This design comes from an exercise in tuning for small area and a short achievable clock period on the open sky130 flow, not from production work.
The RTL was checked by simulation tests, not by an equivalence proof against the original design.
Power and IR drop assume default switching activity.

## run A
// store_cvt
module store_cvt (
    input  wire        clk,
    input  wire        rst,
    input  wire        start,
    input  wire [3:0]  cfg_fmt,             
    input  wire        cfg_acc_int,         
    input  wire [1:0]  cfg_round,           
    input  wire [1:0]  cfg_round_default,   
    input  wire        cfg_e5m2_inf,
    input  wire [4:0]  cfg_shift,           
    input  wire [31:0] cfg_sr_seed,
    input  wire [7:0]  cfg_bough,           
    input  wire [15:0] cfg_opseq,           
    input  wire        in_valid,
    input  wire [31:0] in_data,
    input  wire [7:0]  in_scale,            
    output reg         out_valid,
    output reg  [31:0] out_data,
    output reg         out_nan,
    output reg         out_inf,
    output reg         out_sat,
    output reg         out_flush
);
    localparam [1:0] M_RNE = 2'd1, M_RTZ = 2'd2, M_SR = 2'd3;
    reg [3:0] fmt;
    reg       acc;
    reg [1:0] mode;
    reg       e5inf;
    reg [4:0] shift;
    always @(posedge clk) begin
        if (start) begin
            fmt   <= cfg_fmt;
            acc   <= cfg_acc_int;
            mode  <= (cfg_round == 2'd0) ? cfg_round_default : cfg_round;
            e5inf <= cfg_e5m2_inf;
  ...
For scale: ~180 flip-flops, roughly 21,000 µm² of cells after synthesis.
export LEC_CHECK = 0
export ABC_AREA = 1
export CAP_MARGIN = 20
export CORE_MARGIN = 2
export CORE_UTILIZATION = 50
export GPL_TIMING_DRIVEN = 1
export PLACE_DENSITY = 0.6
export SLEW_MARGIN = 20
create_clock -name core_clock -period 30.0 [get_ports {clk}]
standard.sh (not shown) runs the stock make flow with config.mk's settings and CLKGATE_MAP_FILE= SYNTH_SCRIPT=/design/flow/synth_recipe.tcl, a recipe that flattens the netlist after the stock synthesis.
==> flow/flow/run.sh <==
#!/bin/bash
set -euo pipefail
export SETUP_SLACK_MARGIN=23.0
export SKIP_GATE_CLONING=1
export BUFFER_PORTS_ARGS="-buffer_cell sky130_fd_sc_hd__buf_1"
bash standard.sh > make.log 2>&1
Here is what was changed in the inputs of run B compared with run A.
- clearing GPL_TIMING_DRIVEN, which used to be 1
==> run summary <==
| via count | run B vs run A | ≈ equal |. Post-detailed-route count of antenna-violating nets across run B and run A: no real change. Total congestion overflow came out exactly the same in run B and run A.


store_cvt, a different RTL version from the one above (not shown whole).
Size: about 3400 cells after synthesis, ~170 flip-flops, about 150 I/O pins, roughly 23000 sq um of cells after synthesis.
==> flow/config.mk <==
export PLATFORM = sky130hd
export DESIGN_NAME = store_cvt
export DESIGN_NICKNAME = store_cvt
export VERILOG_FILES = /design/flow/design.v
export SDC_FILE = /design/flow/constraint.sdc
export NUM_CORES = 4
export LEC_CHECK = 0
export ABC_AREA = 1
export CAP_MARGIN = 20
export CORE_MARGIN = 2
export CORE_UTILIZATION = 50
export PLACE_DENSITY = 0.6
export SLEW_MARGIN = 20
==> flow/constraint.sdc <==
create_clock -name core_clock -period 30.0 [get_ports {clk}]
set_input_delay 6.0000 -clock core_clock [delete_from_list [all_inputs] [get_ports {clk}]]
set_output_delay 6.0000 -clock core_clock [all_outputs]
set_load 0.01 [all_outputs]
==> flow/flow/run.sh <==
#!/bin/bash
set -euo pipefail
export SETUP_SLACK_MARGIN=23.0
export SKIP_GATE_CLONING=1
bash standard.sh > make.log 2>&1
The starting point produced a clean layout.
==> next run, changes <==
==> flow/flow/run.sh (replaced) <==
#!/bin/bash
set -euo pipefail
export SETUP_SLACK_MARGIN=23.8
export SKIP_GATE_CLONING=1
bash standard.sh > make.log 2>&1
Outcome:
- worst setup slack improves by 0.023 ns
- maximum frequency climbs by 0.34%
- clock power hardly moves
- sequential power climbs by about 3%
- cell area rose by 7.3%
- core utilization goes up by 4.1 points
- wire length went up by 3.9%
- global-route usage goes up by 0.41 points
- worst hold slack loses 0.0042 ns


old:
Starting RTL as in the previous note.
==> flow/design.v (excerpt) <==
module store_cvt (
    input  wire        clk,
    input  wire        rst,
    input  wire        start,
    input  wire [3:0]  cfg_fmt,             
    input  wire        cfg_acc_int,         
    input  wire [1:0]  cfg_round,           
    input  wire [1:0]  cfg_round_default,   
    input  wire        cfg_e5m2_inf,
    input  wire [4:0]  cfg_shift,           
    input  wire [31:0] cfg_sr_seed,
    input  wire [7:0]  cfg_bough,           
    input  wire [15:0] cfg_opseq,           
    input  wire        in_valid,
    input  wire [31:0] in_data,
    input  wire [7:0]  in_scale,            
    output reg         out_valid,
    output reg  [31:0] out_data,
    output reg         out_nan,
    output reg         out_inf,
    output reg         out_sat,
    output reg         out_flush
);
    localparam [1:0] M_RNE = 2'd1, M_RTZ = 2'd2, M_SR = 2'd3;
    reg [3:0] fmt;
    reg       acc;
    reg [1:0] mode;
    reg       e5inf;
    reg [4:0] shift;
    always @(posedge clk) begin
        if (start) begin
            fmt   <= cfg_fmt;
            acc   <= cfg_acc_int;
            mode  <= (cfg_round == 2'd0) ? cfg_round_default : cfg_round;
  ...
clock: 30.0 ns
lec_check: 0
abc_area: 1
cap_margin: 20
core_margin: 2
core_utilization: 50
place_density: 0.6
slew_margin: 20
run.sh (not shown) runs the stock make flow with config.mk's settings and CLKGATE_MAP_FILE= SYNTH_SCRIPT=/design/flow/synth_recipe.tcl, a recipe that flattens the netlist after the stock synthesis.
Stock flow here: none of the scripts above is used.
Edits applied to the flow inputs when going from old to new:
Settings: a change of CAP_MARGIN from 20 to 0; a change of SLEW_MARGIN from 20 to 0.
==> flow/flow/run.sh (new file) <==
#!/bin/bash
set -euo pipefail
export SETUP_SLACK_MARGIN=23.0
export SKIP_GATE_CLONING=1
bash standard.sh > make.log 2>&1
==> flow/standard.sh (new file) <==
#!/bin/bash
# synth_recipe.tcl (not shown) runs the flow's synth.tcl, then flattens the netlist and writes it again
# the make line also repeats each setting of config.mk as NAME=value (left out here)
make -C /OpenROAD-flow-scripts/flow DESIGN_CONFIG=/design/flow/config.mk WORK_HOME=/design/flow/orfs CLKGATE_MAP_FILE= SYNTH_SCRIPT=/design/flow/synth_recipe.tcl "${@:-finish}"
removed: flow/run.sh
Results
The final layout from new, which completed every stage, passed the timing, DRC and antenna checks at the end of the flow. Between old and new, the flow reports placer's final routability congestion estimate increasing by a few percent. Diff new..old | synthesized cell count | unchanged. For worst-case reg-to-reg path depth, dividing the value from new by the value from old gives 0.62. Finished layout cell area essentially unchanged between new and old. Between new and old, the clock skew figures differ only marginally. Changes observed in new relative to old: clock edge transition at the registers on the reported setup and hold paths stayed essentially flat, ratio of final minimum period to clock period fell by 3.7 points, sequential share of layout area stayed essentially flat.

## separate check: timing with driven ports
In the flow no input, the clock included, has a driving cell. The finished layouts below were timed again as built, in two steps. Step 1, drivers: a clkbuf_16 drives clk and a buf_2 each remaining input, both assumed. Step 2 moves the port delays by t, midway between the first and last clock arrival at a register: inputs arrive t later, outputs are due t later. That takes back most of the time a late clock gives input paths. Three values: ideal ports, drivers, drivers and shift; two values: the first two.
| run | t (ns) | setup slack, ns | latest minus earliest clock arrival (ns) | worst register clock-pin slew, ns | worst slew at a driven data input, ns |
|---|---|---|---|---|---|
| run A | 0.548 | 23.039 / 22.980 / 22.543 | 0.024 / 0.023 | 0.09 / 0.09 | 0.05 |
| run B | 0.548 | 23.039 / 22.980 / 22.543 | 0.024 / 0.023 | 0.09 / 0.09 | 0.05 |
| the first run of note 2 | 0.558 | 23.044 / 22.991 / 22.523 | 0.018 / 0.017 | 0.08 / 0.08 | 0.06 |
| the second run of note 2 | 0.550 | 23.067 / 23.012 / 22.529 | 0.020 / 0.020 | 0.08 / 0.08 | 0.09 |
| old | 0.554 | 21.941 / 21.976 / 21.422 | 0.017 / 0.017 | 0.08 / 0.08 | 0.06 |
| new | 0.558 | 23.044 / 22.991 / 22.523 | 0.018 / 0.017 | 0.08 / 0.08 | 0.06 |
After both steps every run listed still meets setup and hold. The setup slack of the second run of note 2, which loses most, moves by -0.055 ns with the drivers and by -0.538 ns with both steps.
